Source: an optimization exercise on an open RTL-to-GDS flow (aim: small area, a short achievable clock period and few clock cycles per item). Production flows keep margins and buffers that such runs may drop.
Function was not checked in any run shown here: the RTL went through the layout flow alone.

### flow/config.mk
export PLATFORM = sky130hd
export DESIGN_NAME = sec_sha256
export DESIGN_NICKNAME = sec_sha256
export VERILOG_FILES = /design/flow/design.v
export SDC_FILE = /design/flow/constraint.sdc
export NUM_CORES = 4
export LEC_CHECK = 0
export CAP_MARGIN = 20
export CORE_MARGIN = 2
export CORE_UTILIZATION = 40
export CTS_BUF_LIST = sky130_fd_sc_hd__clkbuf_16
export CTS_CLUSTER_DIAMETER = 150
export CTS_CLUSTER_SIZE = 20
export SLEW_MARGIN = 20
### flow/constraint.sdc
create_clock -name core_clock -period 11.0 [get_ports {clk}]
set_input_delay 2.2000 -clock core_clock [delete_from_list [all_inputs] [get_ports {clk}]]
set_output_delay 2.2000 -clock core_clock [all_outputs]
set_load 0.01 [all_outputs]
### flow/design.v
module sec_sha256 (
    input  wire         clk,
    input  wire         rst,       
    input  wire         start,     
    input  wire         first,     
    input  wire [511:0] block,     
    output wire         ready,
    output wire [255:0] digest     
);
    localparam [255:0] IV = {32'h6a09e667, 32'hbb67ae85, 32'h3c6ef372, 32'ha54ff53a,
                             32'h510e527f, 32'h9b05688c, 32'h1f83d9ab, 32'h5be0cd19};
    localparam [31:0] K0 = 32'h428a2f98;
    reg       busy;
    reg       idle;     
    reg [5:0] cnt;      
    reg       last;     
    reg       fin;      
    assign ready = ~busy;
    always @(posedge clk) begin
        if (rst) begin
            busy <= 1'b0;
            idle <= 1'b1;
            cnt  <= 6'd0;
            last <= 1'b0;
            fin  <= 1'b0;
        end else if (busy) begin
            cnt  <= cnt + 6'd1;
            last <= (cnt == 6'd63) & ~last;
            fin  <= ((cnt == 6'd60) | (cnt == 6'd61) | (cnt == 6'd62) | (cnt == 6'd63)) & ~last;
            if (last) begin
                busy <= 1'b0;
                idle <= 1'b1;
            end
        end else begin
            cnt  <= 6'd0;
            last <= 1'b0;
            fin  <= 1'b0;
            if (start) begin
                busy <= 1'b1;
                idle <= 1'b0;
            end
        end
    end
    wire [63:0] oh = 64'd1 << cnt;
    wire [31:0] k2;
    assign k2[0] = oh[0] | oh[1] | oh[2] | oh[3] | oh[5] | oh[7] | oh[9] | oh[12] | oh[14] | oh[18] | oh[23] | oh[25] | oh[26] | oh[27] | oh[28] | oh[29] | oh[30] | oh[33] | oh[35] | oh[37] | oh[38] | oh[39] | oh[41] | oh[42] | oh[44] | oh[49] | oh[50] | oh[52] | oh[53] | oh[55] | oh[59] | oh[60];
    assign k2[1] = oh[0] | oh[2] | oh[8] | oh[9] | oh[11] | oh[12] | oh[15] | oh[16] | oh[18] | oh[19] | oh[21] | oh[22] | oh[25] | oh[26] | oh[27] | oh[29] | oh[33] | oh[35] | oh[36] | oh[39] | oh[41] | oh[46] | oh[50] | oh[51] | oh[52] | oh[53] | oh[54] | oh[55] | oh[58] | oh[59] | oh[60] | oh[61];
    assign k2[2] = oh[0] | oh[1] | oh[4] | oh[5] | oh[8] | oh[10] | oh[11] | oh[12] | oh[13] | oh[15] | oh[16] | oh[17] | oh[18] | oh[20] | oh[23] | oh[25] | oh[27] | oh[29] | oh[30] | oh[32] | oh[34] | oh[36] | oh[37] | oh[43] | oh[44] | oh[46] | oh[48] | oh[49] | oh[52] | oh[54] | oh[55] | oh[56] | oh[60];
    assign k2[3] = oh[0] | oh[2] | oh[6] | oh[8] | oh[11] | oh[17] | oh[18] | oh[19] | oh[20] | oh[21] | oh[23] | oh[24] | oh[31] | oh[32] | oh[35] | oh[36] | oh[39] | oh[42] | oh[47] | oh[48] | oh[51] | oh[52] | oh[54] | oh[55] | oh[57] | oh[58] | oh[59];
    assign k2[4] = oh[2] | oh[3] | oh[5] | oh[6] | oh[8] | oh[10] | oh[11] | oh[13] | oh[20] | oh[21] | oh[22] | oh[26] | oh[28] | oh[31] | oh[32] | oh[33] | oh[34] | oh[35] | oh[40] | oh[42] | oh[45] | oh[46] | oh[49] | oh[50] | oh[53] | oh[56] | oh[58] | oh[60] | oh[61];
    assign k2[5] = oh[1] | oh[3] | oh[4] | oh[8] | oh[10] | oh[11] | oh[12] | oh[13] | oh[18] | oh[19] | oh[23] | oh[26] | oh[29] | oh[31] | oh[32] | oh[35] | oh[36] | oh[38] | oh[40] | oh[41] | oh[43] | oh[45] | oh[49] | oh[50] | oh[53] | oh[54] | oh[55] | oh[58] | oh[59] | oh[60] | oh[61];
    assign k2[6] = oh[0] | oh[2] | oh[3] | oh[5] | oh[9] | oh[10] | oh[11] | oh[13] | oh[14] | oh[16] | oh[17] | oh[18] | oh[20] | oh[21] | oh[22] | oh[23] | oh[24] | oh[25] | oh[26] | oh[27] | oh[28] | oh[29] | oh[32] | oh[34] | oh[39] | oh[40] | oh[45] | oh[48] | oh[51] | oh[52] | oh[53] | oh[54] | oh[55] | oh[58] | oh[59] | oh[60] | oh[61];
    assign k2[7] = oh[0] | oh[1] | oh[3] | oh[4] | oh[5] | oh[6] | oh[8] | oh[9] | oh[11] | oh[12] | oh[14] | oh[15] | oh[16] | oh[17] | oh[19] | oh[20] | oh[21] | oh[24] | oh[25] | oh[26] | oh[30] | oh[32] | oh[35] | oh[37] | oh[38] | oh[41] | oh[44] | oh[49] | oh[50] | oh[53] | oh[54] | oh[58] | oh[59] | oh[60] | oh[61];
    assign k2[8] = oh[0] | oh[1] | oh[3] | oh[7] | oh[8] | oh[9] | oh[10] | oh[11] | oh[13] | oh[14] | oh[15] | oh[16] | oh[17] | oh[20] | oh[22] | oh[24] | oh[25] | oh[26] | oh[27] | oh[28] | oh[29] | oh[31] | oh[32] | oh[33] | oh[34] | oh[36] | oh[40] | oh[41] | oh[44] | oh[46] | oh[48] | oh[53] | oh[55] | oh[58] | oh[60];
    assign k2[9] = oh[0] | oh[1] | oh[2] | oh[4] | oh[5] | oh[6] | oh[7] | oh[12] | oh[15] | oh[23] | oh[24] | oh[25] | oh[26] | oh[28] | oh[30] | oh[34] | oh[35] | oh[39] | oh[40] | oh[43] | oh[48] | oh[51] | oh[52] | oh[53] | oh[54] | oh[55] | oh[57] | oh[58] | oh[60];
    assign k2[10] = oh[5] | oh[8] | oh[9] | oh[10] | oh[12] | oh[15] | oh[16] | oh[18] | oh[19] | oh[23] | oh[24] | oh[25] | oh[32] | oh[33] | oh[37] | oh[39] | oh[43] | oh[44] | oh[47] | oh[48] | oh[49] | oh[50] | oh[53] | oh[58] | oh[59];
    assign k2[11] = oh[0] | oh[1] | oh[5] | oh[6] | oh[7] | oh[9] | oh[10] | oh[14] | oh[16] | oh[18] | oh[20] | oh[21] | oh[25] | oh[26] | oh[29] | oh[30] | oh[32] | oh[33] | oh[35] | oh[36] | oh[37] | oh[38] | oh[40] | oh[42] | oh[47] | oh[49] | oh[50] | oh[51] | oh[52] | oh[53] | oh[56] | oh[58] | oh[59] | oh[61];
    assign k2[12] = oh[0] | oh[1] | oh[3] | oh[5] | oh[7] | oh[9] | oh[10] | oh[11] | oh[13] | oh[16] | oh[22] | oh[25] | oh[27] | oh[34] | oh[41] | oh[44] | oh[48] | oh[49] | oh[56] | oh[58] | oh[61];
    assign k2[13] = oh[0] | oh[6] | oh[9] | oh[11] | oh[13] | oh[14] | oh[17] | oh[18] | oh[20] | oh[24] | oh[25] | oh[28] | oh[29] | oh[31] | oh[32] | oh[34] | oh[37] | oh[38] | oh[39] | oh[42] | oh[44] | oh[45] | oh[47] | oh[48] | oh[49] | oh[51] | oh[53] | oh[55] | oh[56] | oh[58] | oh[59] | oh[60] | oh[61];
    assign k2[14] = oh[0] | oh[1] | oh[2] | oh[5] | oh[7] | oh[9] | oh[10] | oh[13] | oh[14] | oh[15] | oh[22] | oh[23] | oh[25] | oh[28] | oh[32] | oh[34] | oh[36] | oh[38] | oh[39] | oh[41] | oh[42] | oh[46] | oh[47] | oh[48] | oh[52] | oh[53] | oh[55] | oh[56] | oh[58] | oh[59] | oh[61];
    assign k2[15] = oh[0] | oh[1] | oh[2] | oh[4] | oh[6] | oh[8] | oh[11] | oh[13] | oh[16] | oh[17] | oh[19] | oh[20] | oh[21] | oh[23] | oh[27] | oh[36] | oh[38] | oh[40] | oh[42] | oh[45] | oh[46] | oh[49] | oh[51] | oh[52] | oh[54] | oh[58] | oh[60];
    assign k2[16] = oh[1] | oh[3] | oh[4] | oh[6] | oh[7] | oh[8] | oh[13] | oh[14] | oh[16] | oh[18] | oh[21] | oh[23] | oh[24] | oh[25] | oh[27] | oh[29] | oh[30] | oh[31] | oh[38] | oh[40] | oh[43] | oh[47] | oh[54] | oh[55] | oh[57] | oh[60] | oh[61];
    assign k2[17] = oh[2] | oh[4] | oh[6] | oh[7] | oh[10] | oh[11] | oh[13] | oh[14] | oh[15] | oh[22] | oh[24] | oh[27] | oh[28] | oh[30] | oh[31] | oh[34] | oh[35] | oh[36] | oh[37] | oh[38] | oh[39] | oh[40] | oh[42] | oh[44] | oh[45] | oh[47] | oh[53] | oh[54] | oh[57] | oh[58];
    assign k2[18] = oh[1] | oh[2] | oh[4] | oh[5] | oh[6] | oh[9] | oh[10] | oh[11] | oh[12] | oh[15] | oh[17] | oh[19] | oh[22] | oh[27] | oh[30] | oh[32] | oh[38] | oh[41] | oh[44] | oh[46] | oh[47] | oh[50] | oh[52] | oh[53] | oh[54] | oh[55] | oh[57] | oh[58];
    assign k2[19] = oh[4] | oh[5] | oh[9] | oh[10] | oh[11] | oh[12] | oh[13] | oh[14] | oh[15] | oh[17] | oh[18] | oh[21] | oh[22] | oh[25] | oh[28] | oh[29] | oh[31] | oh[32] | oh[33] | oh[34] | oh[35] | oh[38] | oh[39] | oh[40] | oh[41] | oh[43] | oh[44] | oh[45] | oh[48] | oh[50] | oh[51] | oh[52] | oh[53] | oh[54] | oh[56] | oh[58] | oh[60];
    assign k2[20] = oh[1] | oh[2] | oh[3] | oh[4] | oh[5] | oh[8] | oh[10] | oh[11] | oh[12] | oh[13] | oh[14] | oh[15] | oh[19] | oh[20] | oh[21] | oh[22] | oh[23] | oh[25] | oh[30] | oh[31] | oh[33] | oh[37] | oh[38] | oh[39] | oh[42] | oh[43] | oh[47] | oh[49] | oh[50] | oh[51] | oh[52] | oh[58] | oh[59] | oh[60] | oh[61];
    assign k2[21] = oh[1] | oh[3] | oh[4] | oh[8] | oh[10] | oh[15] | oh[18] | oh[19] | oh[20] | oh[21] | oh[22] | oh[23] | oh[26] | oh[27] | oh[29] | oh[30] | oh[32] | oh[33] | oh[35] | oh[37] | oh[38] | oh[41] | oh[45] | oh[46] | oh[47] | oh[49] | oh[53] | oh[55] | oh[58] | oh[60] | oh[61];
    assign k2[22] = oh[0] | oh[2] | oh[3] | oh[11] | oh[12] | oh[16] | oh[18] | oh[19] | oh[21] | oh[25] | oh[26] | oh[28] | oh[35] | oh[36] | oh[37] | oh[40] | oh[41] | oh[45] | oh[48] | oh[51] | oh[56] | oh[57] | oh[59] | oh[60] | oh[61];
    assign k2[23] = oh[0] | oh[1] | oh[3] | oh[7] | oh[10] | oh[11] | oh[12] | oh[13] | oh[14] | oh[15] | oh[16] | oh[18] | oh[20] | oh[21] | oh[26] | oh[27] | oh[28] | oh[30] | oh[36] | oh[38] | oh[42] | oh[43] | oh[46] | oh[49] | oh[51] | oh[52] | oh[54] | oh[55] | oh[56] | oh[57] | oh[58] | oh[60];
    assign k2[24] = oh[0] | oh[1] | oh[2] | oh[3] | oh[5] | oh[9] | oh[12] | oh[13] | oh[15] | oh[16] | oh[18] | oh[25] | oh[27] | oh[30] | oh[32] | oh[33] | oh[34] | oh[36] | oh[41] | oh[42] | oh[46] | oh[48] | oh[50] | oh[52];
    assign k2[25] = oh[4] | oh[5] | oh[7] | oh[10] | oh[12] | oh[15] | oh[16] | oh[19] | oh[21] | oh[25] | oh[26] | oh[28] | oh[30] | oh[31] | oh[33] | oh[35] | oh[37] | oh[38] | oh[40] | oh[41] | oh[43] | oh[47] | oh[48] | oh[51] | oh[52] | oh[60] | oh[61];
    assign k2[26] = oh[0] | oh[8] | oh[9] | oh[14] | oh[15] | oh[16] | oh[17] | oh[18] | oh[20] | oh[21] | oh[25] | oh[26] | oh[27] | oh[28] | oh[29] | oh[30] | oh[31] | oh[32] | oh[34] | oh[35] | oh[41] | oh[43] | oh[44] | oh[47] | oh[48] | oh[49] | oh[51] | oh[54] | oh[56] | oh[57] | oh[59] | oh[60] | oh[61];
    assign k2[27] = oh[1] | oh[2] | oh[3] | oh[5] | oh[6] | oh[12] | oh[15] | oh[16] | oh[18] | oh[19] | oh[20] | oh[22] | oh[23] | oh[25] | oh[31] | oh[32] | oh[39] | oh[46] | oh[47] | oh[50] | oh[51] | oh[52] | oh[53] | oh[55] | oh[57] | oh[60];
    assign k2[28] = oh[0] | oh[2] | oh[3] | oh[4] | oh[6] | oh[7] | oh[9] | oh[10] | oh[12] | oh[20] | oh[21] | oh[22] | oh[24] | oh[25] | oh[27] | oh[29] | oh[33] | oh[35] | oh[37] | oh[42] | oh[43] | oh[44] | oh[45] | oh[46] | oh[47] | oh[49] | oh[50] | oh[52] | oh[54] | oh[55] | oh[58] | oh[60];
    assign k2[29] = oh[0] | oh[1] | oh[2] | oh[5] | oh[8] | oh[10] | oh[14] | oh[15] | oh[17] | oh[18] | oh[21] | oh[23] | oh[24] | oh[25] | oh[30] | oh[31] | oh[34] | oh[35] | oh[38] | oh[39] | oh[44] | oh[48] | oh[49] | oh[50] | oh[53] | oh[54] | oh[55] | oh[59] | oh[60];
    assign k2[30] = oh[1] | oh[3] | oh[6] | oh[9] | oh[10] | oh[13] | oh[14] | oh[15] | oh[19] | oh[20] | oh[21] | oh[26] | oh[27] | oh[32] | oh[33] | oh[34] | oh[35] | oh[40] | oh[41] | oh[42] | oh[43] | oh[44] | oh[51] | oh[52] | oh[53] | oh[54] | oh[55] | oh[61];
    assign k2[31] = oh[0] | oh[1] | oh[4] | oh[5] | oh[6] | oh[11] | oh[12] | oh[13] | oh[14] | oh[15] | oh[22] | oh[23] | oh[24] | oh[25] | oh[26] | oh[27] | oh[36] | oh[37] | oh[38] | oh[39] | oh[40] | oh[41] | oh[42] | oh[43] | oh[44] | oh[56] | oh[57] | oh[58] | oh[59] | oh[60] | oh[61];
    reg [31:0] kn;
    always @(posedge clk)
        kn <= (busy & ~last & ~rst) ? k2 : ((idle & start & ~rst) ? 32'h71374491 : K0);
    function [31:0] add32(input [31:0] u, input [31:0] v);
        reg [31:0] g, p, G, P, G2, P2;
        integer i, l, dd;
        begin
            g = u & v; p = u ^ v; G = g; P = p;
            for (l = 0; l < 5; l = l + 1) begin
                dd = 1 << l; G2 = G; P2 = P;
                for (i = 0; i < 32; i = i + 1)
                    if ((i / dd) % 2 == 1) begin
                        G2[i] = G[i] | (P[i] & G[(i/dd)*dd - 1]);
                        P2[i] = P[i] & P[(i/dd)*dd - 1];
                    end
                G = G2; P = P2;
            end
            add32 = p ^ {G[30:0], 1'b0};
        end
    endfunction
    function [63:0] csa(input [31:0] x, input [31:0] y, input [31:0] z);
        csa = {((x & y) | (x & z) | (y & z)) << 1, x ^ y ^ z};
    endfunction
    reg [31:0] R0, R1, R2, R3, R4, R5, R6, R7;    
    reg [31:0] a, b, c, d, e, f, g;
    reg [31:0] W [0:15];    
    reg [31:0] p;           
    wire [31:0] sa = add32(R3, a);    
    wire [31:0] se = add32(R7, e);    
    wire [31:0] s1_e = {e[5:0], e[31:6]} ^ {e[10:0], e[31:11]} ^ {e[24:0], e[31:25]};
    wire [31:0] ch   = (e & f) ^ (~e & g);
    wire [31:0] s0_a = {a[1:0], a[31:2]} ^ {a[12:0], a[31:13]} ^ {a[21:0], a[31:22]};
    wire [31:0] maj  = (a & b) | (a & c) | (b & c);
    wire [63:0] ca1 = csa(p, ch, maj);
    wire [63:0] ca2 = csa(ca1[31:0], ca1[63:32], s0_a);
    wire [63:0] ca3 = csa(ca2[31:0], ca2[63:32], s1_e);
    wire [31:0] a_new = add32(ca3[31:0], ca3[63:32]);
    wire [63:0] ce1 = csa(d, p, ch);
    wire [63:0] ce2 = csa(ce1[31:0], ce1[63:32], s1_e);
    wire [31:0] e_new = add32(ce2[31:0], ce2[63:32]);
    wire [31:0] w1   = W[1];
    wire [31:0] w14  = W[14];
    wire [31:0] ss0  = {w1[6:0], w1[31:7]} ^ {w1[17:0], w1[31:18]} ^ {3'b000, w1[31:3]};
    wire [31:0] ss1  = {w14[16:0], w14[31:17]} ^ {w14[18:0], w14[31:19]} ^ {10'b0, w14[31:10]};
    wire [63:0] cw1  = csa(ss1, ss0, W[9]);
    wire [63:0] cw2  = csa(cw1[31:0], cw1[63:32], W[0]);
    wire [31:0] w_new = add32(cw2[31:0], cw2[63:32]);
    wire [31:0] h_init = first ? IV[31:0] : R7;
    wire [31:0] p_h    = ({32{busy}} & g)    | ({32{idle}} & h_init);
    wire [31:0] p_w    = ({32{busy}} & W[1]) | ({32{idle}} & block[511:480]);
    wire [63:0] p_cs   = csa(p_h, kn, p_w);
    wire [31:0] p_next = add32(p_cs[31:0], p_cs[63:32]);
    wire        ld_iv  = idle & start & first;    
    wire        hold   = ~fin & ~ld_iv;            
    wire        ld_r   = idle & ~first;            
    wire        ld_c   = idle & first;             
    integer i;
    always @(posedge clk) begin
        for (i = 0; i < 15; i = i + 1)
            W[i] <= ({32{busy}} & W[i+1]) | ({32{idle}} & block[511 - 32*i -: 32]);
        W[15] <= ({32{busy}} & w_new) | ({32{idle}} & block[31:0]);
        p <= p_next;
        a <= ({32{busy}} & a_new) | ({32{ld_r}} & R0) | ({32{ld_c}} & IV[255:224]);
        b <= ({32{busy}} & a)     | ({32{ld_r}} & R1) | ({32{ld_c}} & IV[223:192]);
        c <= ({32{busy}} & b)     | ({32{ld_r}} & R2) | ({32{ld_c}} & IV[191:160]);
        d <= ({32{busy}} & c)     | ({32{ld_r}} & R3) | ({32{ld_c}} & IV[159:128]);
        e <= ({32{busy}} & e_new) | ({32{ld_r}} & R4) | ({32{ld_c}} & IV[127:96]);
        f <= ({32{busy}} & e)     | ({32{ld_r}} & R5) | ({32{ld_c}} & IV[95:64]);
        g <= ({32{busy}} & f)     | ({32{ld_r}} & R6) | ({32{ld_c}} & IV[63:32]);
        R0 <= ({32{fin}} & sa) | ({32{hold}} & R0) | ({32{ld_iv}} & IV[255:224]);
        R1 <= ({32{fin}} & R0) | ({32{hold}} & R1) | ({32{ld_iv}} & IV[223:192]);
        R2 <= ({32{fin}} & R1) | ({32{hold}} & R2) | ({32{ld_iv}} & IV[191:160]);
        R3 <= ({32{fin}} & R2) | ({32{hold}} & R3) | ({32{ld_iv}} & IV[159:128]);
        R4 <= ({32{fin}} & se) | ({32{hold}} & R4) | ({32{ld_iv}} & IV[127:96]);
        R5 <= ({32{fin}} & R4) | ({32{hold}} & R5) | ({32{ld_iv}} & IV[95:64]);
        R6 <= ({32{fin}} & R5) | ({32{hold}} & R6) | ({32{ld_iv}} & IV[63:32]);
        R7 <= ({32{fin}} & R6) | ({32{hold}} & R7) | ({32{ld_iv}} & IV[31:0]);
    end
    assign digest = {R0, R1, R2, R3, R4, R5, R6, R7};
endmodule
### flow/flow/run.sh
#!/bin/bash
# Standard ORFS layout (the standard.sh) with two changes to how it is made:
#  * port buffers use the small sky130_fd_sc_hd__buf_1 instead of the default pick;
#  * timing repair aims for extra setup slack beyond the clock period.
set -euo pipefail
export BUFFER_PORTS_ARGS="-buffer_cell sky130_fd_sc_hd__buf_1"
export SETUP_SLACK_MARGIN=6.5
bash standard.sh > standard_sh.log 2>&1
### flow/standard.sh
#!/bin/bash
# synth_recipe.tcl (not shown) runs the flow's synth.tcl, then flattens the netlist and writes it again
# the make line also repeats each setting of config.mk as NAME=value (left out here)
make -C /OpenROAD-flow-scripts/flow DESIGN_CONFIG=/design/flow/config.mk WORK_HOME=/design/flow/orfs CLKGATE_MAP_FILE= SYNTH_SCRIPT=/design/flow/synth_recipe.tcl "${@:-finish}"
==> results of run 1 <==
[cell families after synthesis]
logic type | count (synthesis) | synth area share, %
buffers and inverters | 824 | 5.90
adders and majority gates | 462 | 14.9
xor gates and xnor gates | 389 | 6.50
muxes | 143 | 2.73
AOI/OAI and AO/OA | 1580 | 21.0
DFF | 1066 | 40.7
and+or+nand+nor | 1040 | 8.31
[area by class of cell]
class | instances | area (um^2) | share of cell area, %
inverter | 442 | 1660 | 2.75
sequential | 1066 | 21500 | 35.7
multi-input combinational | 3614 | 29000 | 48.0
clock buffer | 59 | 1480 | 2.45
clock inverter | 9 | 134 | 0.222
timing repair buffer | 899 | 4310 | 7.15
antenna | 21 | 52.6 | 0.0871
tap | 1742 | 2180 | 3.61
[cells in the mapped netlist, types with 6 or more instances]
| master | instances |
|---|---|
| dfxtp_1 | 1066 |
| nand2_1 | 676 |
| a22o_1 | 535 |
| o21ai_0 | 471 |
| inv_1 | 441 |
| clkbuf_1 | 351 |
| xnor2_1 | 290 |
| fa_1 | 270 |
| ha_1 | 190 |
| a21oi_1 | 178 |
| nor2_1 | 157 |
| mux2i_1 | 141 |
| a21o_1 | 103 |
| xor2_1 | 99 |
| a22oi_1 | 53 |
| nand3_1 | 47 |
| nor3_1 | 45 |
| a31oi_1 | 36 |
| o21a_1 | 35 |
| buf_1 | 31 |
| o31ai_1 | 19 |
| a211oi_1 | 18 |
| o211ai_1 | 17 |
| nand4_1 | 16 |
| o21bai_1 | 16 |
| and3_1 | 15 |
| nor2b_1 | 15 |
| nor4_1 | 13 |
| a41oi_1 | 11 |
| nand2b_1 | 11 |
| or3_1 | 11 |
| o22ai_1 | 9 |
| a32o_1 | 8 |
| o311ai_0 | 8 |
| a211o_1 | 7 |
| a221oi_1 | 7 |
| and2_1 | 6 |
| and4_1 | 6 |
[placed cells by master (no fill, tap or decap), types with 149 or more instances in the layout]
cell	instances
a21oi_1	159
a22o_1	535
buf_1	768
dfxtp_1	978
fa_1	262
ha_1	178
inv_1	440
nand2_1	674
nor2_1	149
o21ai_0	438
xnor2_1	280
[worst max-delay path: cells and delay by family]
kind,cells,cell delay [ns]
fa+ha+maj,2,0.66
compound gates,6,1.10
buf+inv,5,0.83
xor+xnor,1,0.13
simple gates,3,0.48
[timing repair]
action	in CTS	in global routing
gates resized for setup	159	164
setup buffers	24	33
gates cloned	10	1
endpoints found under the setup margin	84	57
pin swaps	23	47
[stage by stage]
| step | area (um^2) | cells | utilization [%] | setup slack, ns |
|---|---|---|---|---|
| 2_1_floorplan | 52600 | 5504 | - | 5.80 |
| 3_3_place_gp | 56700 | 7695 | 43.7 | 4.22 |
| 3_5_place_dp | 56700 | 7695 | 43.7 | 4.19 |
| 4_1_cts | 59400 | 7797 | 45.7 | 6.28 |
| 5_1_grt | 60300 | 7844 | 46.5 | 6.05 |
| 6_report | 60300 | 7852 | 46.5 | 6.15 |
[worst max path at each step]
stage / start / endpoint / depth (start not counted)
4_1_cts: first / p[31] / 17
3_3_place_gp: first / p[31] / 16
3_5_place_dp: first / p[31] / 16
2_1_floorplan: first / p[31] / 16
5_1_grt: first / p[31] / 17
6_report: first / p[31] / 17
[layer usage]
metal	routed length (um)	part of all wire, %
met1	96200	42
met2	103000	45
met3	20600	9.0
met4	7730	3.4
met5	54	0.024
==> run_results.csv, run 1 <==
group,metric,value,unit
run_status,outcome,"timing/DRC/antenna clean",
die,die_y,366,um
clock_network,cts_root_buffer,"clkbuf_16",
layout,num-fill-cells,12700,
layout,final_layout_size_suffix_gt1_share,7.19,%
logic_synthesis,async_flop_share,0,%
detailed_routing,routed_wl,227000,um
logic_synthesis,ys_seq_elements,1066,
detailed_routing,drtPass1Iterations,6,
global_route,met2_usage,51.7,%
timing,tightest_slew,1.09,ns
layout,areaGrowthSynthToFinish,15.0,%
run,cap_violations,0,
detailed_routing,drtIter0Drc,4932,
die,fp.dieW,366,um
logic_synthesis,synth_edf_count,0,
setup_path,start_kind,"primary input",
setup_path,critPathMaxStageDelay,0.45,ns
global_route,use_met3,6.72,%
logic_synthesis,ys_types,73,
setup_path,required,11.56,ns
place,dp_hpwl,173000,um
place,portBuffers,772,
timing,timing.slew.headroom,26.1,%
global_route,grt_util_met1,44.5,%
clock_network,hold_buffers,0,
detailed_routing,ant_nets,0,
timing,finClkSkew,0.0907,ns
timing,post-route-period-util,44.1,%
global_route,grt_pass1_vias,42800,
die,rows,132,
timing,worst_hold_slack,0.404,ns
clock_network,cts_tree,"built",
logic_synthesis,seq_area_frac_synth,40.7,%
detailed_routing,drt_drc_violations_left,0,
die,core,0.130,mm^2
timing,fmax,206,MHz
hold_path,min_to,"W[14][25]",
setup_path,critPathCaptureType,"flip-flop",
logic_synthesis,ys.flop_type,"dfxtp_1",
logic_synthesis,synth_top_area_share,40.7,%
detailed_routing,post_drt_wl_per_cell,29.0,um
clock_network,cts_htree_levels,2,
global_route,grt-busiest-layer,"met2",
clock_network,cts_buffers,59,
layout,max_flop_register,"W",
place,gp_congestion,1.00,
timing,drv_slew,0,
global_route,antenna_found_initial,34,
timing,hold_violations,0,
logic_synthesis,syn_area,0.0524,mm^2
setup_path,worstReg2RegStart,"busy",
timing,finalSetupViolCount,0,
clock_network,clk_latency,0.75,ns
detailed_routing,num_vias,44700,
die,dieArea,0.134,mm^2
setup_path,crit_top_cell,"buf_4",
die,ios,773,
setup_path,path_cells,"clkbuf_16 > bufbuf_16 > buf_4 > o21a_1 > a21oi_1 > fa_1 > inv_1 > ha_1 > nand4_1 > nor2_2 > o211ai_1 > buf_4 > a311oi_4 > a41oi_2 > a21oi_2 > nor2_1 > xor2_1",
setup_path,slowest_stage,"fa_1",
timing,grt_setup_unrepaired,"true",
setup_path,rr_endpoint,"p[30]",
hold_path,whs_path_depth,1,
logic_synthesis,synth_fp_nets,6480,
logic_synthesis,synth_area_leaders,"dfxtp_1, fa_1, a22o_1, xnor2_1, nand2_1",
setup_path,rr_worst_depth,12,
clock_network,clock-sinks,1066,
clock_network,clk_path_buf_depth,3,
global_route,gr-total-overflow,0,
die,initial_core_util,40.4,%
hold_path,hp-start,"W[15][25]",
layout,largest_register_ffs,512,
setup_path,worst-setup-path-type,"primary input to flip-flop",
logic_synthesis,syn_avg_cell_area,9.53,um^2
setup_path,r2r_slack,6.40,ns
global_route,grt_pass1_wl,318000,um
logic_synthesis,yosysTopAreaCell,"dfxtp_1",
layout,nNetsFinal,7058,
hold_path,hp-class,"flip-flop to flip-flop",
detailed_routing,vias_per_cell,5.69,
setup_path,arrival,5.42,ns
setup_path,cp_max_fo,5,
timing,finalSetupTns,0,ns
timing,post-route-min-period,4.85,ns
logic_synthesis,ys_warn_count,2,
global_route,grt_max_degree,217,
global_route,grt_usage,32.6,%
clock_network,clk_pin_slew,0.10,ns
logic_synthesis,synth_cells,5504,
==> run 2: changes to the inputs <==
--- a/flow/flow/run.sh
+++ b/flow/flow/run.sh
@@ -6,3 +6,3 @@
 export BUFFER_PORTS_ARGS="-buffer_cell sky130_fd_sc_hd__buf_1"
-export SETUP_SLACK_MARGIN=6.5
+export SETUP_SLACK_MARGIN=6.8
 bash standard.sh > standard_sh.log 2>&1
==> run 2 against run 1 <==
Still clean on timing, DRC and antenna. Final area rose by 1.8%. Utilization increased by 0.83 points. Synthesized cell count is the same. Routed wire length is 0.28% lower. Worst setup slack better by 0.065 ns.
==> run_results.csv, run 2 <==
group,metric,value,unit
die,core,0.130,mm^2
run,cap_violations,0,
timing,finClkSkew,0.104,ns
logic_synthesis,synth_fp_nets,6480,
layout,layout_common_cells,"dfxtp_1, buf_1, nand2_1",
logic_synthesis,syn_avg_cell_area,9.53,um^2
detailed_routing,vias_per_cell,5.69,
detailed_routing,drtPass1Iterations,8,
setup_path,start_kind,"primary input",
timing,grt_setup_unrepaired,"true",
logic_synthesis,ys_warn_count,2,
hold_path,whs_path_depth,1,
clock_network,clk_path_buf_depth,3,
global_route,grt_max_degree,188,
detailed_routing,drt_drc_violations_left,0,
layout,max_flop_register,"W",
layout,final_common_cell,"dfxtp_1",
clock_network,cts_root_buffer,"clkbuf_16",
clock_network,hold_buffers,0,
place,dp_hpwl,172000,um
detailed_routing,drtIter0Drc,4765,
logic_synthesis,syn_area,0.0524,mm^2
detailed_routing,routed_wl,227000,um
setup_path,required,11.59,ns
layout,final_layout_size_suffix_gt1_share,9.56,%
hold_path,hp-class,"flip-flop to flip-flop",
logic_synthesis,synth_cells,5504,
detailed_routing,num_vias,45000,
setup_path,startpoint,"first",
layout,areaGrowthSynthToFinish,17.1,%
detailed_routing,top_layer_used,"met5",
run_status,outcome,"timing/DRC/antenna clean",
logic_synthesis,ys_types,73,
setup_path,arrival,5.38,ns
logic_synthesis,ys_seq_elements,1066,
logic_synthesis,seq_area_frac_synth,40.7,%
detailed_routing,wl_met3,19500,um
place,pre_cts_slack,4.30,ns
detailed_routing,met2_length,104000,um
die,dieArea,0.134,mm^2
detailed_routing,ant_nets,0,
global_route,gr-total-overflow,0,
die,fp.dieW,366,um
logic_synthesis,synth_edf_count,0,
setup_path,critPathCaptureType,"flip-flop",
timing,drv_slew,0,
timing,tightest_slew,1.08,ns
setup_path,worst-setup-path-type,"primary input to flip-flop",
clock_network,cts_tree,"built",
timing,finalSetupTns,0,ns
global_route,grt_pass1_vias,43100,
global_route,grt_usage,32.4,%
clock_network,clk_latency,0.78,ns
logic_synthesis,ys.flop_type,"dfxtp_1",
logic_synthesis,synth_area_leaders,"dfxtp_1, fa_1, a22o_1, xnor2_1, nand2_1",
logic_synthesis,yosysTopAreaCell,"dfxtp_1",
die,initial_core_util,40.4,%
layout,num-fill-cells,12700,
clock_network,clock-sinks,1066,
timing,finalSetupViolCount,0,
detailed_routing,met1_length,96100,um
clock_network,cts_buffers,59,
logic_synthesis,yosysMostFrequentCell,"dfxtp_1",
place,portBuffers,772,
timing,post-route-period-util,43.5,%
logic_synthesis,synthTopCellsByCount,"dfxtp_1, nand2_1, a22o_1",
setup_path,worstReg2RegStart,"idle",
timing,timing.slew.headroom,27.6,%
clock_network,clk_pin_slew,0.09,ns
place,gp_congestion,0.987,
setup_path,rr_worst_depth,15,
timing,layout_setup_ws,6.21,ns
global_route,grt_pass1_wl,317000,um
hold_path,hp-start,"W[3][15]",
logic_synthesis,synth_top_area_share,40.7,%
die,die_y,366,um
timing,post-route-min-period,4.79,ns
detailed_routing,post_drt_wl_per_cell,28.7,um
timing,fmax,209,MHz
die,rows,132,
clock_network,cts_htree_levels,2,
timing,hold_violations,0,
global_route,antenna_found_initial,35,
setup_path,cp_max_fo,20,
logic_synthesis,async_flop_share,0,%
layout,largest_register_ffs,512,
layout,nNetsFinal,7101,
die,ios,773,
## run 2: cell types whose count changed in the layout (fill, tap and decap cells not counted), sizes merged
cell / change
buf: +47
diode: +3
bufbuf: -2
clkbuf: -2
inv: -2
bufinv: -1
## run 2: repair_timing
action / in CTS / in global routing
gates resized for setup: 312 / 162
setup endpoints to repair: 151 / 64
gates cloned: 8 / 0
buffers inserted: 69 / 37
pin swaps: 74 / 95
## run 2: worst max-delay path, stage by stage
cell       delay, ns
clkbuf_16       0.16
nor2b_4         0.14
buf_4           0.14
buf_12          0.16
a22oi_1         0.11
fa_1            0.53
inv_1           0.04
ha_1            0.34
nand4_1         0.22
nor2_2          0.16
o211ai_1        0.10
buf_4           0.17
a311oi_4        0.29
a41oi_2         0.19
a21oi_2         0.19
nor2_1          0.06
xor2_1          0.13
## run 2: area by class of cell
type,instances,area [um^2],share of cell area (%)
Multi-Input combinational cell,3614,29700,48.4
Sequential cell,1066,21600,35.2
Timing Repair Buffer,942,4570,7.44
Tap cell,1742,2180,3.55
Inverter,442,1660,2.70
Clock buffer,59,1480,2.40
Clock inverter,6,114,0.185
Antenna cell,24,60.1,0.0978
## run 2: cell families after synthesis
group                      count (synthesis)  share of synthesized area (%)
buffers and inverters                    824                           5.90
adders and majority gates                462                           14.9
muxes                                    143                           2.73
and+or+nand+nor                         1040                           8.31
xor gates and xnor gates                 389                           6.50
AOI/OAI and AO/OA                       1580                           21.0
DFF                                     1066                           40.7
## run 2: per-stage QoR
stage	util, %	hold slack [ns]	area, um^2	cells
after floorplan	-	0.419	52800	5504
after global placement	43.8	0.427	56800	7692
after detailed placement	43.8	0.436	56800	7692
after CTS	46.4	0.454	60300	7834
after global routing	47.3	0.467	61400	7891
final	47.3	0.451	61400	7895
## run 2: layer usage
metal | vias up | global-route usage (%)
met5 | - | 0
met4 | 8 | 10.5
met3 | 311 | 6.69
met2 | 2056 | 51.4
met1 | 22400 | 44.1
li1 | 20100 | -
## run 2: final timing paths
check / end / slack, ns
max: p[31] / 6.21
max reg2reg: p[31] / 6.47
min: W[2][15] / 0.45
min reg2reg: W[2][15] / 0.45
==> run 3: changes to the inputs <==
--- a/flow/design.v
+++ b/flow/design.v
@@ -17,2 +17,3 @@
     reg       fin;      
+    reg       nfin;     
     assign ready = ~busy;
@@ -25,2 +26,3 @@
             fin  <= 1'b0;
+            nfin <= 1'b1;
         end else if (busy) begin
@@ -29,2 +31,3 @@
             fin  <= ((cnt == 6'd60) | (cnt == 6'd61) | (cnt == 6'd62) | (cnt == 6'd63)) & ~last;
+            nfin <= ~(((cnt == 6'd60) | (cnt == 6'd61) | (cnt == 6'd62) | (cnt == 6'd63)) & ~last);
             if (last) begin
@@ -37,2 +40,3 @@
             fin  <= 1'b0;
+            nfin <= 1'b1;
             if (start) begin
@@ -104,3 +108,2 @@
     reg [31:0] p;           
-    wire [31:0] sa = add32(R3, a);    
     wire [31:0] se = add32(R7, e);    
@@ -123,3 +126,5 @@
     wire [63:0] cw2  = csa(cw1[31:0], cw1[63:32], W[0]);
-    wire [31:0] w_new = add32(cw2[31:0], cw2[63:32]);
+    wire [31:0] w_new = add32(({32{nfin}} & cw2[31:0])  | ({32{fin}} & R3),
+                              ({32{nfin}} & cw2[63:32]) | ({32{fin}} & a));
+    wire [31:0] sa    = w_new;    
     wire [31:0] h_init = first ? IV[31:0] : R7;
--- a/flow/flow/run.sh
+++ b/flow/flow/run.sh
@@ -6,3 +6,3 @@
 export BUFFER_PORTS_ARGS="-buffer_cell sky130_fd_sc_hd__buf_1"
-export SETUP_SLACK_MARGIN=6.8
+export SETUP_SLACK_MARGIN=6.5
 bash standard.sh > standard_sh.log 2>&1
==> run 3 against run 2 <==
First-iteration DRC count grew 9.6%. Synthesized cell count rose by 0.22%. Maximum frequency decreased by 2.3%. Count of clock-buffer cells in the layout unchanged. Non-clock buffer count rose by 31. Utilization grew 0.47 points.
==> run_results.csv, run 3 <==
group,metric,value,unit
setup_path,rr_worst_depth,16,
die,ios,773,
layout,areaGrowthSynthToFinish,18.1,%
logic_synthesis,synth_top_family_by_area,"compound AO/OA/AOI/OAI gates",
global_route,grt_pass1_vias,42800,
setup_path,critPathCaptureType,"flip-flop",
detailed_routing,drtPass1Iterations,6,
detailed_routing,ant_nets,0,
layout,final_layout_size_suffix_gt1_share,10.6,%
global_route,grt_max_degree,174,
setup_path,crit_path_end,"a[31]",
layout,nNetsFinal,7083,
die,fp.dieW,366,um
detailed_routing,routed_wl,239000,um
setup_path,cp_num_cells,16,
die,die_y,366,um
logic_synthesis,synth_compound_area_share,21.8,%
logic_synthesis,muxShareOfSynthArea,2.77,%
timing,tightest_slew,1.24,ns
logic_synthesis,yosys.area_share.simple,8.24,%
setup_path,slowest_stage,"fa_1",
hold_path,hp-class,"flip-flop to flip-flop",
setup_path,worst-path-buf-inv,1,
run_status,outcome,"timing/DRC/antenna clean",
setup_path,path_cells,"a21o_1 > o21ai_4 > fa_1 > fa_1 > inv_1 > fa_1 > ha_4 > and4_4 > nor4bb_4 > a32oi_4 > a21oi_4 > a221o_1 > a211o_1 > a211o_1 > xnor2_1 > a22o_1",
global_route,grt_pass1_wl,328000,um
detailed_routing,post_drt_wl_per_cell,30.3,um
hold_path,hp-start,"W[5][24]",
timing,fmax,204,MHz
layout,final_common_cell,"dfxtp_1",
detailed_routing,vias_per_cell,5.75,
logic_synthesis,yosysMostFrequentCell,"dfxtp_1",
clock_network,cts_htree_levels,2,
timing,finClkSkew,0.0389,ns
logic_synthesis,synth_xor_area_share,6.41,%
place,gp_congestion,1.02,
logic_synthesis,syn_area,0.0525,mm^2
timing,post-route-min-period,4.90,ns
logic_synthesis,ys.flop_type,"dfxtp_1",
logic_synthesis,ys_types,78,
run,cap_violations,0,
logic_synthesis,async_flop_share,0,%
global_route,grt_usage,34.1,%
timing,timing.slew.headroom,17.3,%
setup_path,cp_max_fo,4,
timing,drv_slew,0,
timing,finalSetupTns,0,ns
logic_synthesis,synth_area_leaders,"dfxtp_1, a22o_1, fa_1, nand2_1, xnor2_1",
global_route,antenna_found_initial,30,
logic_synthesis,synth_fp_nets,6458,
die,rows,132,
clock_network,cts_root_buffer,"clkbuf_16",
place,placed_area,0.0570,mm^2
global_route,gr-total-overflow,0,
logic_synthesis,seq_area_frac_synth,40.7,%
detailed_routing,drt_drc_violations_left,0,
logic_synthesis,synth_top_area_share,40.7,%
logic_synthesis,yosysTopAreaCell,"dfxtp_1",
setup_path,worstReg2RegStart,"c[17]",
setup_path,r2r_slack,6.10,ns
logic_synthesis,ys_warn_count,2,
timing,hold_violations,0,
setup_path,arrival,5.50,ns
clock_network,clk_pin_slew,0.10,ns
setup_path,crit_top_cell,"fa_1",
clock_network,clock-sinks,1067,
clock_network,cts_tree,"built",
place,dp_hpwl,183000,um
setup_path,crit_family,"compound AO/OA/AOI/OAI gates",
detailed_routing,num_vias,45400,
layout,max_flop_register,"W",
setup_path,rr_endpoint,"a[31]",
logic_synthesis,syn_avg_cell_area,9.52,um^2
clock_network,cts_buffers,59,
detailed_routing,drtIter0Drc,5223,
timing,grt_setup_unrepaired,"true",
setup_path,start_kind,"flip-flop",
logic_synthesis,synthTopCellsByCount,"dfxtp_1, nand2_1, a22o_1",
clock_network,clk_path_buf_depth,3,
timing,post-route-period-util,44.5,%
layout,design_area,0.0620,mm^2
setup_path,critPathMaxStageDelay,0.56,ns
setup_path,worst-setup-path-type,"flip-flop to flip-flop",
layout,largest_register_ffs,512,
logic_synthesis,synth_edf_count,0,
clock_network,clk_latency,0.74,ns
place,portBuffers,772,
timing,finalSetupViolCount,0,
layout,layout_common_cells,"dfxtp_1, buf_1, nand2_1",
setup_path,required,11.60,ns
logic_synthesis,synthAdderAreaFrac,14.0,%
die,initial_core_util,40.4,%
setup_path,startpoint,"c[17]",
logic_synthesis,synth_cells,5516,
logic_synthesis,ys_seq_elements,1067,
die,core,0.130,mm^2
die,dieArea,0.134,mm^2
-- run 3: cell types whose count changed after synthesis, sizes merged, moves of 12 or more --
cell,change
clkbuf,+25
a21o,-23
ha,-30
a31oi,-13
o22ai,+12
o21ai,-47
a22o,+91
-- run 3: cell type report --
| cell class | count | area [um^2] |
|---|---|---|
| multi-input combinational | 3598 | 30100 |
| inverter | 442 | 1660 |
| antenna | 13 | 32.5 |
| fill | 12600 | 67800 |
| tap | 1742 | 2180 |
| clock inverter | 7 | 88.8 |
| timing repair buffer | 973 | 4880 |
| sequential | 1067 | 21600 |
| clock buffer | 59 | 1480 |
-- run 3: worst min path at each step --
stage	endpoint	slack, ns	depth (start not counted)
after floorplan	g[0]	0.42	2
final	W[4][24]	0.44	1
after global placement	g[24]	0.43	2
after global routing	W[14][5]	0.46	1
after CTS	W[11][11]	0.45	1
after detailed placement	W[2][18]	0.44	1
-- run 3: cell families after synthesis --
kind of cell	count (synthesis)
adders and majority gates	428
DFF	1067
and+or+nand+nor	1030
buffers and inverters	851
AOI/OAI and AO/OA	1611
muxes	145
xor gates and xnor gates	384
-- run 3: repair_timing --
| action | 4_1_cts | 5_1_grt |
|---|---|---|
| resized for setup | 325 | 160 |
| endpoints found under the setup margin | 161 | 132 |
| pin swaps | 75 | 118 |
| buffers inserted | 66 | 50 |
| hold buffers | 0 | 0 |
| gates cloned | 7 | 3 |
-- run 3: worst reg2reg max path, cell delays in order, from the launching register on --
cell      delay, ns
dfxtp_2        0.35
a21o_1         0.21
o21ai_4        0.12
fa_1           0.49
fa_1           0.54
inv_1          0.05
fa_1           0.56
ha_4           0.25
and4_4         0.22
nor4bb_4       0.16
a32oi_4        0.35
a21oi_4        0.12
a221o_1        0.43
a211o_1        0.33
a211o_1        0.31
xnor2_1        0.13
a22o_1         0.17
-- run 3: routing by layer --
metal  vias to the layer above  track usage, %  routed length [um]
li1                      20100               -                   -
met1                     22900            47.5              102000
met2                      2051            52.4              107000
met3                       321            7.12               20700
met4                        10            11.4                9330
met5                         -               0                 166
-- run 3: stage by stage --
step | hold WS (ns) | cells | setup WS, ns | util [%]
6_report | 0.445 | 7901 | 6.10 | 47.8
5_1_grt | 0.460 | 7899 | 6.02 | 47.8
4_1_cts | 0.448 | 7835 | 6.17 | 46.8
3_5_place_dp | 0.439 | 7696 | 4.46 | 43.9
3_3_place_gp | 0.430 | 7696 | 4.57 | 43.9
2_1_floorplan | 0.419 | 5516 | 5.80 | -
==> run 4: changes to the inputs <==
--- a/flow/flow/run.sh
+++ b/flow/flow/run.sh
@@ -6,3 +6,3 @@
 export BUFFER_PORTS_ARGS="-buffer_cell sky130_fd_sc_hd__buf_1"
-export SETUP_SLACK_MARGIN=6.5
+export SETUP_SLACK_MARGIN=6.3
 bash standard.sh > standard_sh.log 2>&1
==> run 4 against run 3 <==
Synthesized cell count unchanged. Via count shrank 0.49%. Register-to-register slack improved by 0.02 ns. Die area did not move. Critical endpoint is now a[28]. Routed wire length grew 0.19%. Sequential share of layout area is 0.47 points higher. Worst setup slack gained 0.016 ns.
==> run_results.csv, run 4 <==
group,metric,value,unit
timing,timing.slew.headroom,9.34,%
global_route,grt_pass1_vias,42900,
die,fp.dieW,366,um
global_route,grt_usage,34.3,%
logic_synthesis,synth_area_leaders,"dfxtp_1, a22o_1, fa_1, nand2_1, xnor2_1",
timing,finalSetupViolCount,0,
place,portBuffers,772,
logic_synthesis,ys_warn_count,2,
detailed_routing,routed_wl,240000,um
logic_synthesis,syn_area,0.0525,mm^2
die,initial_core_util,40.4,%
logic_synthesis,synth_compound_area_share,21.8,%
layout,final_common_cell,"dfxtp_1",
layout,layout_common_cells,"dfxtp_1, buf_1, nand2_1",
detailed_routing,drtIter0Drc,5444,
timing,tightest_slew,1.35,ns
setup_path,critPathMaxStageDelay,0.50,ns
hold_path,hp-class,"flip-flop to flip-flop",
timing,post-route-min-period,4.88,ns
clock_network,clk_path_buf_depth,3,
setup_path,cp_max_fo,5,
logic_synthesis,syn_avg_cell_area,9.52,um^2
run_status,outcome,"timing/DRC/antenna clean",
die,dieArea,0.134,mm^2
logic_synthesis,synthAdderAreaFrac,14.0,%
global_route,grt_max_degree,187,
layout,areaGrowthSynthToFinish,16.4,%
setup_path,arrival,5.45,ns
die,rows,132,
hold_path,whs_path_depth,1,
layout,num-fill-cells,12600,
die,core,0.130,mm^2
layout,utilization,47.1,%
detailed_routing,vias_per_cell,5.75,
logic_synthesis,synth_xor_area_share,6.41,%
detailed_routing,drt_drc_violations_left,0,
global_route,grt_pass1_wl,329000,um
clock_network,cts_htree_levels,2,
clock_network,cts_buffers,59,
logic_synthesis,async_flop_share,0,%
place,pre_cts_slack,4.65,ns
logic_synthesis,ys_types,78,
setup_path,start_kind,"flip-flop",
timing,post-route-period-util,44.4,%
timing,fmax,205,MHz
place,dp_hpwl,186000,um
detailed_routing,drtPass1Iterations,5,
logic_synthesis,yosysTopAreaCell,"dfxtp_1",
timing,drv_slew,0,
setup_path,critPathCaptureType,"flip-flop",
layout,nNetsFinal,7046,
clock_network,clk_pin_slew,0.10,ns
layout,final_layout_size_suffix_gt1_share,9.34,%
logic_synthesis,synth_cells,5516,
clock_network,cts_tree,"built",
global_route,antenna_found_initial,24,
setup_path,path_cells,"buf_4 > xor2_1 > xnor2_2 > fa_1 > inv_1 > fa_1 > ha_1 > o21ai_1 > nand2b_1 > a32oi_4 > a21oi_4 > a221o_1 > a211o_1 > buf_4 > buf_6 > buf_6 > xnor2_4 > o21ai_1",
setup_path,required,11.57,ns
global_route,gr-total-overflow,0,
setup_path,crit_family,"compound AO/OA/AOI/OAI gates",
timing,grt_setup_unrepaired,"true",
clock_network,clock-sinks,1067,
timing,hold_violations,0,
logic_synthesis,synth_edf_count,0,
logic_synthesis,synth_fp_nets,6458,
place,gp_congestion,1.01,
timing,finalSetupTns,0,ns
setup_path,cp_num_cells,18,
layout,design_area,0.0611,mm^2
logic_synthesis,ys.flop_type,"dfxtp_1",
logic_synthesis,synth_top_area_share,40.7,%
setup_path,worst-setup-path-type,"flip-flop to flip-flop",
place,placed_area,0.0569,mm^2
logic_synthesis,synth_top_family_by_area,"compound AO/OA/AOI/OAI gates",
setup_path,worst-path-buf-inv,5,
clock_network,cts_root_buffer,"clkbuf_16",
run,cap_violations,0,
logic_synthesis,yosys.area_share.simple,8.24,%
layout,seq_area,0.0216,mm^2
timing,finClkSkew,0.0318,ns
logic_synthesis,muxShareOfSynthArea,2.77,%
setup_path,rr_worst_depth,18,
logic_synthesis,ys_seq_elements,1067,
detailed_routing,post_drt_wl_per_cell,30.5,um
timing,layout_setup_ws,6.12,ns
die,ios,773,
layout,largest_register_ffs,512,
logic_synthesis,seq_area_frac_synth,40.7,%
detailed_routing,ant_nets,0,
clock_network,hold_buffers,0,
clock_network,clk_latency,0.72,ns
detailed_routing,num_vias,45200,
layout,max_flop_register,"W",
die,die_y,366,um
layout,multi_input_area,0.0296,mm^2
logic_synthesis,yosysMostFrequentCell,"dfxtp_1",
logic_synthesis,synthTopCellsByCount,"dfxtp_1, nand2_1, a22o_1",
setup_path,slowest_stage,"fa_1",
## run 4: cell count changes in the layout (fill, tap and decap cells not counted), moves of 7 or more
cell	before	now
a21oi_1	160	169
buf_4	159	140
buf_6	20	9
dfxtp_4	55	48
ha_1	126	134
ha_4	28	21
## run 4: logic make-up after synthesis
family	after synthesis
AO/OA/AOI/OAI	1611
XOR/XNOR	384
adder cells (fa/ha/maj)	428
buffers and inverters	851
flip-flops	1067
multiplexers	145
AND/OR/NAND/NOR	1030
## run 4: worst paths after layout
path | startpoint | end | slack (ns)
setup / recovery | a[7] | a[28] | 6.12
hold reg to reg | W[10][16] | W[9][16] | 0.45
setup reg to reg | a[7] | a[28] | 6.12
hold / removal | W[10][16] | W[9][16] | 0.45
## run 4: timing repair
| item | in CTS | in global routing |
|---|---|---|
| buffers inserted | 61 | 17 |
| cloned | 6 | 0 |
| pin swaps | 90 | 71 |
| setup endpoints to repair | 101 | 67 |
| resized for setup | 290 | 136 |
## run 4: per-stage QoR
step,cells,hold slack [ns]
3_3_place_gp,7699,0.435
6_report,7864,0.451
4_1_cts,7836,0.450
5_1_grt,7860,0.461
3_5_place_dp,7701,0.433
2_1_floorplan,5516,0.419
## run 4: metal layers
layer	vias up	wire (um)	GRT usage [%]
met1	22700	105000	48.8
met2	2043	105000	52.0
met3	321	21000	7.18
li1	20100	-	-
met5	-	111	0
met4	16	8730	10.9
## run 4: final cells by class
type / count / area share [%]
diodes: 11 / 0.0450
clock buffers: 61 / 2.50
clock inverters: 7 / 0.0839
inverters: 442 / 2.71
multi-input cells: 3598 / 48.5
flip-flops and latches: 1067 / 35.4
well taps: 1742 / 3.57
repair buffers: 936 / 7.22
## run 4: worst reg2reg max path, cell delays in order (launching register included)
cell      delay, ns
dfxtp_4        0.35
buf_4          0.20
xor2_1         0.21
xnor2_2        0.47
fa_1           0.51
inv_1          0.08
fa_1           0.41
ha_1           0.32
o21ai_1        0.15
nand2b_1       0.18
a32oi_4        0.44
a21oi_4        0.13
a221o_1        0.38
a211o_1        0.32
buf_4          0.15
buf_6          0.11
buf_6          0.12
xnor2_4        0.15
o21ai_1        0.07

-- port drivers added, routing unchanged --
No port has a modelled driver above. Below, the same layouts with a new extraction and two added sets of constraints. Step 1 sets driving cells, clkbuf_16 on the clock port and buf_2 on the other inputs (assumed; they add their load-dependent delay and slew). Step 2 moves the port delays by t, midway between the first and last clock arrival at a register: inputs arrive t later, outputs are due t later. That takes back most of the time a late clock gives input paths. Slacks: no drivers / after step 1 / after step 2; pairs: no drivers / after step 1.
run | shift t [ns] | setup slack, ns | worst data-port slew with drivers (ns) | pins driven straight from the clock port
run 1 | 0.781 | 6.148 / 6.009 / 5.227 | 0.22 | 1
run 2 | 0.801 | 6.213 / 6.039 / 5.237 | 0.31 | 1
run 3 | 0.797 | 6.101 / 6.101 / 5.396 | 0.21 | 1
run 4 | 0.792 | 6.117 / 6.086 / 5.295 | 0.31 | 1
After both steps every run listed still meets setup and hold. The setup slack of run 2, which loses most, moves by -0.174 ns with the drivers and by -0.976 ns with both steps.
